Context: an optimization exercise on an open-source flow, tuned for small area, a short achievable clock period and few clock cycles per item. The choices shown serve that exercise and are no tape-out recipe. Function was checked by simulation only, so behaviour that the tests miss may differ from the original. Power figures rest on the tool's default switching activity, not on a simulated workload.

## flow/run.sh

```bash
#!/bin/bash
# synth_recipe.tcl (not shown) runs the flow's synth.tcl, then flattens the netlist and writes it again
# the make line also repeats each setting of config.mk as NAME=value (left out here)
make -C /OpenROAD-flow-scripts/flow DESIGN_CONFIG=/design/flow/config.mk WORK_HOME=/design/flow/orfs CLKGATE_MAP_FILE= SYNTH_SCRIPT=/design/flow/synth_recipe.tcl finish
```

## flow/config.mk

```make
export PLATFORM = sky130hd
export DESIGN_NAME = kx_line_packer
export DESIGN_NICKNAME = kx_line_packer
export VERILOG_FILES = /design/flow/design.v
export SDC_FILE = /design/flow/constraint.sdc
export NUM_CORES = 4
export LEC_CHECK = 0
export CAP_MARGIN = 20
export CORE_MARGIN = 2
export CORE_UTILIZATION = 40
export CTS_CLUSTER_DIAMETER = 40
export CTS_CLUSTER_SIZE = 8
export SLEW_MARGIN = 20
```

## flow/constraint.sdc

```tcl
create_clock -name core_clock -period 13.0 [get_ports {clk}]
set_input_delay 2.6000 -clock core_clock [delete_from_list [all_inputs] [get_ports {clk}]]
set_output_delay 2.6000 -clock core_clock [all_outputs]
set_load 0.01 [all_outputs]
```

## flow/design.v

```verilog
module kx_line_packer (
    input  wire        clk,
    input  wire        rst,
    input  wire [11:0] cfg_nozzles,    
    input  wire [3:0]  cfg_def,        
    input  wire [1:0]  cfg_op1,        
    input  wire [1:0]  cfg_op2,
    input  wire [1:0]  cfg_op3,
    input  wire        cfg_mask_en,    
    input  wire [31:0] cfg_sub,        
    input  wire [1:0]  cfg_sub_cap,
    input  wire [11:0] cfg_ovl_hi,     
    input  wire [11:0] cfg_ovl_lo,     
    input  wire        in_valid,
    output wire        in_ready,
    input  wire [3:0]  in_line,        
    input  wire [15:0] in_l0,          
    input  wire [15:0] in_l1,
    input  wire [15:0] in_l2,
    input  wire [15:0] in_l3,
    input  wire [2:0]  in_cov,         
    input  wire [7:0]  in_mask,        
    input  wire [7:0]  in_dead,        
    output reg         out_valid,
    output reg         out_last,
    output reg  [15:0] out_codes
);
    localparam LANES = 8;
    function [1:0] max2(input [1:0] a, input [1:0] b);
        max2 = (a > b) ? a : b;
    endfunction
    function [1:0] min2(input [1:0] a, input [1:0] b);
        min2 = (a < b) ? a : b;
    endfunction
    function [1:0] apply_layer(input [1:0] v, input [1:0] u, input [1:0] op,
                               input active);
        begin
            apply_layer = v;
            if (active && u != 2'b00) begin
                case (op)
                    2'd0:    apply_layer = u;
                    2'd1:    apply_layer = max2(v, u);
                    2'd2:    apply_layer = 2'b00;
                    default: apply_layer = v;
                endcase
            end
        end
    endfunction
    function [7:0] dither(input [3:0] x, input [3:0] y);
        reg [3:0] a;
        begin
            a = x ^ y;
            dither = {a[0], y[0], a[1], y[1], a[2], y[2], a[3], y[3]};
        end
    endfunction
    function [1:0] sub_raise(input [1:0] c, input [1:0] u);
        reg [4:0] idx;
        begin
            idx = {c, u, 1'b0};
            sub_raise = min2(cfg_sub_cap, cfg_sub[idx +: 2]);
        end
    endfunction
    function [20:0] walk(input [20:0] e, input [20:0] e1, input [11:0] w);
        reg [12:0] bs;
        reg [9:0]  as;
        reg        c;
        begin
            bs = {1'b0, e[11:0]} + {1'b0, e1[11:0]};
            c  = (bs >= {1'b0, w});
            as = {1'b0, e[20:12]} + {1'b0, e1[20:12]} + {9'd0, c};
            walk[11:0]  = c ? (bs - {1'b0, w}) : bs;
            walk[20:12] = as[9] ? 9'h1ff : as[8:0];
        end
    endfunction
    wire [11:0] wl = cfg_ovl_lo + 12'd1;
    wire [11:0] wh = cfg_ovl_hi + 12'd1;
    wire [11:0] hs = cfg_nozzles - cfg_ovl_hi;    
    wire [2:0]  hs_lane = hs[2:0];
    wire [3:0]  hi_init_o = 4'd8 - {1'b0, hs_lane};
    reg         tbl_ok;
    reg  [4:0]  eng_t;
    reg  [20:0] lo_e1, lo_e2, lo_e3, lo_e4;        
    reg  [20:0] hi_e1, hi_e2, hi_e3, hi_e4;
    reg  [20:0] hi_init;                             
    wire        eng_run  = ~tbl_ok & in_valid;
    wire        eng_div  = eng_run & (eng_t <= 5'd8);
    wire        eng_walk = eng_run & (eng_t > 5'd8) & (eng_t <= 5'd16);
    wire [3:0]  eng_n    = eng_t[3:0] - 4'd8;        
    wire        eng_done = eng_run & (eng_t == 5'd17);
    wire [12:0] lo_p2 = {(eng_t == 5'd0) ? 12'd0 : lo_e1[11:0], eng_t == 5'd0};
    wire [12:0] hi_p2 = {(eng_t == 5'd0) ? 12'd0 : hi_e1[11:0], eng_t == 5'd0};
    wire        lo_ge = lo_p2 >= {1'b0, wl};
    wire        hi_ge = hi_p2 >= {1'b0, wh};
    wire [8:0]  lo_q  = (eng_t == 5'd0) ? 9'd0 : lo_e1[20:12];
    wire [8:0]  hi_q  = (eng_t == 5'd0) ? 9'd0 : hi_e1[20:12];
    wire [20:0] lo_wop = (eng_n == 4'd1) ? 21'd0 : lo_e4;
    wire [20:0] hi_wop = (eng_n == 4'd1) ? 21'd0 : (eng_n <= 4'd4) ? hi_e4 : hi_init;
    wire [20:0] lo_wnx = walk(lo_wop, lo_e1, wl);
    wire [20:0] hi_wnx = walk(hi_wop, hi_e1, wh);
    always @(posedge clk) begin
        if (rst) begin
            tbl_ok <= 1'b0;
            eng_t  <= 5'd0;
        end else begin
            if (eng_run)
                eng_t <= eng_done ? 5'd0 : eng_t + 5'd1;
            if (eng_done)
                tbl_ok <= 1'b1;
            else if (line_idle)
                tbl_ok <= 1'b0;
        end
    end
    always @(posedge clk) begin
        if (eng_div) begin
            lo_e1 <= {lo_q[7:0], lo_ge, lo_ge ? lo_p2[11:0] - wl : lo_p2[11:0]};
            hi_e1 <= {hi_q[7:0], hi_ge, hi_ge ? hi_p2[11:0] - wh : hi_p2[11:0]};
        end
        if (eng_walk && eng_n <= 4'd4) begin
            lo_e4 <= lo_wnx;
            lo_e3 <= lo_e4;
            lo_e2 <= lo_e3;
            hi_e4 <= hi_wnx;
            hi_e3 <= hi_e4;
            hi_e2 <= hi_e3;
        end
        if (eng_walk && eng_n <= hi_init_o)
            hi_init <= hi_wnx;
    end
    assign in_ready = tbl_ok;
    wire in_fire = in_valid & tbl_ok;
    reg  [8:0] beat_idx;
    reg  [8:0] dead_seen;     
    wire [8:0] last_beat = cfg_nozzles[11:3] - 9'd1;
    wire       is_first  = (beat_idx == 9'd0);
    wire       is_last   = (beat_idx == last_beat);
    reg  [7:0]  lo_t;
    reg  [11:0] lo_rn;
    reg  [7:0]  hi_t;
    reg  [11:0] hi_r;
    function [9:0] lo_tonly(input [7:0] t, input [11:0] rn, input [20:0] e);
        lo_tonly = {2'b00, t} + {1'b0, e[20:12]} + {9'd0, e[11:0] > rn};
    endfunction
    function hi_gt(input [7:0] t, input [11:0] r, input [20:0] e, input [7:0] d);
        hi_gt = {2'b00, t} > ({2'b00, d} + {1'b0, e[20:12]} + {9'd0, r < e[11:0]});
    endfunction
    wire        lo_c3  = lo_e4[11:0] > lo_rn;
    wire [7:0]  lo_t3  = lo_t + lo_e4[19:12] + {7'd0, lo_c3};
    wire [11:0] lo_rn3 = lo_rn - lo_e4[11:0] + (lo_c3 ? wl : 12'd0);
    wire        lo_c7  = lo_e4[11:0] > lo_rn3;
    wire [7:0]  lo_t7  = lo_t3 + lo_e4[19:12] + {7'd0, lo_c7};
    wire [11:0] lo_rn7 = lo_rn3 - lo_e4[11:0] + (lo_c7 ? wl : 12'd0);
    wire        hi_c3  = hi_r < hi_e4[11:0];
    wire [7:0]  hi_t3  = hi_t - hi_e4[19:12] - {7'd0, hi_c3};
    wire [11:0] hi_r3  = hi_r - hi_e4[11:0] + (hi_c3 ? wh : 12'd0);
    wire [20:0] hi_f4  = walk({1'b0, hi_t, hi_r}, hi_e4, wh);
    wire [20:0] hi_f8  = walk(hi_f4, hi_e4, wh);
    wire [8:0]  lo_b   = cfg_ovl_lo[11:3];
    wire [8:0]  hi_b   = hs[11:3];
    wire        lo_all = beat_idx < lo_b;
    wire        lo_at  = beat_idx == lo_b;
    wire        hi_all = beat_idx > hi_b;
    wire        hi_at  = beat_idx == hi_b;
    reg  [1:0]  s1_code  [0:LANES-1];
    reg  [LANES-1:0] s1_dead;
    reg  [LANES-1:0] s1_served;
    reg  [LANES-1:0] s1_keep;
    reg  [8:0]  cnt;
    integer i;
    always @(*) begin : stage1
        reg [1:0]  v;
        reg [3:0]  y;
        reg [7:0]  d;
        reg        in_lo, in_hi, lo_kill, hi_kill;
        cnt = dead_seen;
        for (i = 0; i < LANES; i = i + 1) begin
            v = cfg_def[0] ? in_l0[2*i +: 2] : 2'b00;
            v = apply_layer(v, in_l1[2*i +: 2], cfg_op1, cfg_def[1] & in_cov[0]);
            v = apply_layer(v, in_l2[2*i +: 2], cfg_op2, cfg_def[2] & in_cov[1]);
            v = apply_layer(v, in_l3[2*i +: 2], cfg_op3, cfg_def[3] & in_cov[2]);
            if (cfg_mask_en && !in_mask[i])
                v = 2'b00;
            s1_code[i] = v;
            s1_dead[i]   = in_dead[i];
            s1_served[i] = in_dead[i] && (cnt < 9'd256);
            if (in_dead[i] && cnt < 9'd256)
                cnt = cnt + 9'd1;
            y = {beat_idx[0], i[2:0]};
            d = dither(in_line, y);
            in_lo = lo_all | (lo_at & (i[2:0] < cfg_ovl_lo[2:0]));
            case (i)
                0: lo_kill = {2'b00, d} >= lo_tonly(lo_t,  lo_rn,  lo_e1);
                1: lo_kill = {2'b00, d} >= lo_tonly(lo_t,  lo_rn,  lo_e2);
                2: lo_kill = {2'b00, d} >= lo_tonly(lo_t,  lo_rn,  lo_e3);
                3: lo_kill = {2'b00, d} >= {2'b00, lo_t3};
                4: lo_kill = {2'b00, d} >= lo_tonly(lo_t3, lo_rn3, lo_e1);
                5: lo_kill = {2'b00, d} >= lo_tonly(lo_t3, lo_rn3, lo_e2);
                6: lo_kill = {2'b00, d} >= lo_tonly(lo_t3, lo_rn3, lo_e3);
                default: lo_kill = {2'b00, d} >= {2'b00, lo_t7};
            endcase
            y = {beat_idx[0], i[2:0]} + cfg_ovl_hi[3:0];
            d = dither(in_line, y);
            in_hi = hi_all | (hi_at & (i[2:0] >= hs_lane));
            case (i)
                0: hi_kill = hi_gt(hi_t3, hi_r3, hi_e3, d);
                1: hi_kill = hi_gt(hi_t3, hi_r3, hi_e2, d);
                2: hi_kill = hi_gt(hi_t3, hi_r3, hi_e1, d);
                3: hi_kill = hi_t3 > d;
                4: hi_kill = hi_gt(hi_t,  hi_r,  hi_e3, d);
                5: hi_kill = hi_gt(hi_t,  hi_r,  hi_e2, d);
                6: hi_kill = hi_gt(hi_t,  hi_r,  hi_e1, d);
                default: hi_kill = hi_t > d;
            endcase
            s1_keep[i] = ~(in_lo & lo_kill) & ~(in_hi & hi_kill);
        end
    end
    wire line_idle;
    always @(posedge clk) begin
        if (rst) begin
            beat_idx  <= 9'd0;
            dead_seen <= 9'd0;
        end else if (in_fire) begin
            if (is_last) begin
                beat_idx  <= 9'd0;
                dead_seen <= 9'd0;
            end else begin
                beat_idx  <= beat_idx + 9'd1;
                dead_seen <= cnt;
            end
        end
    end
    always @(posedge clk) begin
        if (eng_done || (in_fire && is_last)) begin
            lo_t  <= 8'd0;
            lo_rn <= cfg_ovl_lo;
            hi_t  <= hi_init[19:12];
            hi_r  <= hi_init[11:0];
        end else if (in_fire) begin
            lo_t  <= lo_t7;
            lo_rn <= lo_rn7;
            if (hi_all | hi_at) begin
                hi_t <= hi_f8[19:12];
                hi_r <= hi_f8[11:0];
            end
        end
    end
    reg              p_valid;
    reg              p_first;
    reg              p_last;
    reg  [1:0]       p_code [0:LANES-1];
    reg  [LANES-1:0] p_dead;
    reg  [LANES-1:0] p_served;
    reg  [LANES-1:0] p_keep;
    reg  [1:0]       b_code;
    reg              b_dead;
    reg              b_served;
    wire p_out = p_valid & (p_last | in_fire);
    assign line_idle = ~p_valid & ~out_valid & (beat_idx == 9'd0) & ~in_fire;
    reg  [1:0] nb_code   [0:LANES+1];
    reg        nb_dead   [0:LANES+1];
    reg        nb_served [0:LANES+1];
    reg  [15:0] s2_codes;
    always @(*) begin : stage2
        reg [1:0] o;
        reg [1:0] c;
        integer   n;
        o = 2'b00;
        c = 2'b00;
        nb_code[0]   = b_code;
        nb_dead[0]   = b_dead & ~p_first;
        nb_served[0] = b_served & ~p_first;
        for (n = 0; n < LANES; n = n + 1) begin
            nb_code[n+1]   = p_code[n];
            nb_dead[n+1]   = p_dead[n];
            nb_served[n+1] = p_served[n];
        end
        nb_code[LANES+1]   = s1_code[0];
        nb_dead[LANES+1]   = s1_dead[0] & ~p_last;
        nb_served[LANES+1] = s1_served[0] & ~p_last;
        for (n = 1; n <= LANES; n = n + 1) begin
            if (nb_dead[n]) begin
                o = 2'b00;
            end else begin
                o = nb_code[n];
                c = nb_code[n-1];
                if (nb_served[n-1] && c != 2'b00)
                    o = max2(o, sub_raise(c, nb_code[n]));
                c = nb_code[n+1];
                if (nb_served[n+1] && c != 2'b00)
                    o = max2(o, sub_raise(c, nb_code[n]));
            end
            if (!p_keep[n-1])
                o = 2'b00;
            s2_codes[2*(n-1) +: 2] = o;
        end
    end
    always @(posedge clk) begin
        if (rst) begin
            p_valid   <= 1'b0;
            out_valid <= 1'b0;
        end else begin
            out_valid <= p_out;
            if (in_fire)
                p_valid <= 1'b1;
            else if (p_out)
                p_valid <= 1'b0;
        end
    end
    always @(posedge clk) begin
        if (p_out) begin
            out_codes <= s2_codes;
            out_last  <= p_last;
            b_code    <= p_code[LANES-1];
            b_dead    <= p_dead[LANES-1];
            b_served  <= p_served[LANES-1];
        end
        if (in_fire) begin
            p_first  <= is_first;
            p_last   <= is_last;
            p_dead   <= s1_dead;
            p_served <= s1_served;
            p_keep   <= s1_keep;
            for (i = 0; i < LANES; i = i + 1)
                p_code[i] <= s1_code[i];
        end
    end
endmodule
```

==> notes.md <==
==> Yosys cell counts, drive strengths merged, types with 10 or more instances <==
master,count,area [µm²]
dfxtp,34,681
a22o,22,193
nor4,10,83.8
o21ai,211,1060
nor2b,120,751
a31oi,45,297
o22ai,18,113
a21o,120,901
buf,23,108
o22a,36,315
o21bai,114,856
and2,41,257
o221ai,15,131
or3,11,73.8
nand2b,126,788
nand3b,10,75.1
clkbuf,76,285
and3,19,124
xnor2,245,2160
a211oi,30,263
o21a,43,323
o211ai,23,173
inv,540,2030
mux2i,21,210
o31ai,10,88.8
nand2,264,991
a2111oi,24,216
a21oi,426,2150
fa,82,1640
nor2,358,1350
mux4,94,2120
edfxtp,283,8500
nor3,54,270
nand4,71,444
a21boi,12,90.1
nand3,56,290
xor2,112,988
ha,785,9820
mux2,24,274
==> where the power goes <==
part	switching, mW	internal [mW]
combinational	0.850	0.656
sequential	0.0295	1.17
clock	0.652	1.32
==> layer usage <==
layer  wire length (µm)  vias up
met4               3310        2
met1              57300    16736
met3               8010      186
met5                 10        -
li1                   -    17344
met2              58000     1000
==> registers in the layout, indices dropped and copies added (netlist names), 16 cells and up <==
signal,count
hi_e4,21
hi_e1,21
hi_init,21
lo_e2,21
lo_e4,21
lo_e3,21
out_codes,16
hi_e2,21
p_code,16
hi_e3,21
lo_e1,21
==> cells by family (layout without fill, tap and decap cells) <==
kind of cell	count (synthesis)	after routing	synth area share (%)
other	0	4	0
adders and majority gates	870	870	27.1
DFF	317	317	21.6
AOI/OAI and AO/OA	1203	1203	18.1
buffers and inverters	642	919	5.72
muxes	139	139	6.13
xor gates and xnor gates	362	362	7.68
and+or+nand+nor	1176	1176	13.7
==> final timing paths <==
check / end / depth (start not counted)
setup reg to reg: hi_t[3] / 53
hold reg to reg: hi_e2[10] / 0
hold / removal: hi_e2[10] / 0
setup / recovery: hi_t[3] / 50
==> metrics by stage <==
step	area, µm²	hold slack (ns)	std cells
2_1_floorplan	42500	0.418	4709
3_3_place_gp	46100	0.431	6236
3_5_place_dp	46100	0.432	6236
4_1_cts	48700	0.447	6377
5_1_grt	48800	0.456	6378
6_report	48800	0.439	6381
==> cell type report <==
class                      count  area [µm²]  share of cell area [%]
clock inverter                48         538                    1.10
antenna                        4        10.0                  0.0205
tap                         1391        1740                    3.57
multi-input combinational   3750       30900                    63.4
timing repair buffer         235        2240                    4.60
sequential                   317        9180                    18.8
inverter                     543        2040                    4.18
clock buffer                  93        2100                    4.31
==> worst max-delay path: cells and delay by family <==
kind | cells | cell delay (ns)
mux | 1 | 0.17
compound gates | 24 | 4.40
xor+xnor | 1 | 0.17
fa+ha+maj | 6 | 2.12
buf+inv | 6 | 1.24
simple gates | 12 | 1.48
==> impl_metrics.ini <==
[timing]
relSlewSlack_pct = 30.8
max_freq_mhz = 84.5
fin_skew_ns = 0.0313
drv_slew = 0
finalSetupViolations = 0
period_minus_slack_ns = 11.83
finalHoldViolations = 0
rsz0062_at_grt = no
fin_ws_ns = 1.17
worstMarginPinSlew_ns = 1.04
final.period_utilization_pct = 91.0
finalSetupTns_ns = 0

[placed_design]
dp_slack_ns = 0.619
place_hpwl_um = 101000
place.gp.congestion = 0.917
portBuffers = 189

[yosys]
synth.distinct_cells = 109
syn_inst = 4709
synth-main-ff-cell = edfxtp_1
async_flop_share_pct = 0
synthesis.nets = 5747
synth_area_mm2 = 0.0425
yosys_warnings = 6
synth_edf_count = 283
syn_avg_cell_area_um2 = 9.02
ys_seq_area_share_pct = 21.6
synth-seq-cells = 317

[hold_path]
hold_class = reg2reg
min-delay-start = hi_e3[10]

[critical_path]
path_common_cell = a21o_1
cp.required_ns = 13.37
crit_slowest_cell = clkdlybuf4s50_1
setup.worst_path.start = cfg_ovl_hi[1]
cp-start-kind = input port
worstReg2RegStart = hi_e4[1]
rrSetupSlack_ns = 2.64
arrival_ns = 12.20
crit_type = in2reg
end_kind = register
crit_path_max_incr_delay_ns = 0.63
cp_max_fo = 13

[global_routing]
grt_use_met2_pct = 38.6
antenna_found_initial = 7
top_usage_layer = met2
track_usage_pct = 23.2
grt_pass1_wl_um = 197000
grtUsageMet3_pct = 3.09
grt_pass1_vias = 34921
grt.met1_usage_pct = 31.4
grt_max_degree = 72
grt_overflow = 0

[cts]
clock_latency_ns = 0.63
cts_root_buf = clkbuf_16
clk_pin_slew_ns = 0.05
clk_path_buf_depth = 3
h-tree-depth = 3
cts.sink_count = 317
cts_setup_buffers = 0
cts_hold_buffers = 0
cts_buffers = 78
cts_tree = yes
post_cts_resized = 0

[floorplanning]
die-area_mm2 = 0.109
fp.dieH_um = 330
top_level_ports = 190
fp-row-count = 119
initial_core_util_pct = 40.3
core_area_mm2 = 0.105
fp.dieW_um = 330

[route]
post_drt_wl_per_cell_um = 19.9
vias_per_cell = 5.53
drc_errors = 0
routed_wl_um = 127000
antenna_left = 0
dr_total_vias = 35268
drt_iter0_markers = 2488
first_pass_iters = 5

[power_and_ir_drop]
p_leak_nw = 21.6
ir_worst_vdd_mv = 0.0859
pwr_density_cell_mw_per_mm2 = 96.0
design_power_total_mw = 4.68

[outcome]
outcome = timing/DRC/antenna clean

[finish]
drive_above_1_share_pct = 6.76
layout_commonest_cell = ha_1
layout_common_cells = ha_1, inv_1, a21oi_1
area_growth_syn_to_layout_pct = 14.8
layout.nets = 5963
n_fill_cell = 10105
fin_util_pct = 46.3

[flow_run]
drv_cap = 0
Testbench counts, summed over its fixed seeds: cycles 25,216, beats 24,576.

-- static timing again, ports no longer ideal --
Ports are ideal in the flow. The routed layout listed here was re-timed in OpenROAD. Step 1 sets driving cells, clkbuf_16 on the clock port and buf_2 on the other inputs (assumed; they add their load-dependent delay and slew). Step 2 adds t to the input delays and takes it off the output delays; t is the mean of the earliest and latest rising clock arrival at the registers after step 1. Input paths then give back, and output paths get back, about the clock's delay inside the block. Three values: no drivers, after step 1, after step 2; two values: the first two.
shift t [ns]: 0.682
slack for setup (ns): 1.170 / 1.192 / 0.510
slew at the worst register clock pin (ns): 0.05 / 0.05
After both steps this run still meets setup and hold. The setup slack of this run moves by +0.022 ns with the drivers and by -0.660 ns with both steps.
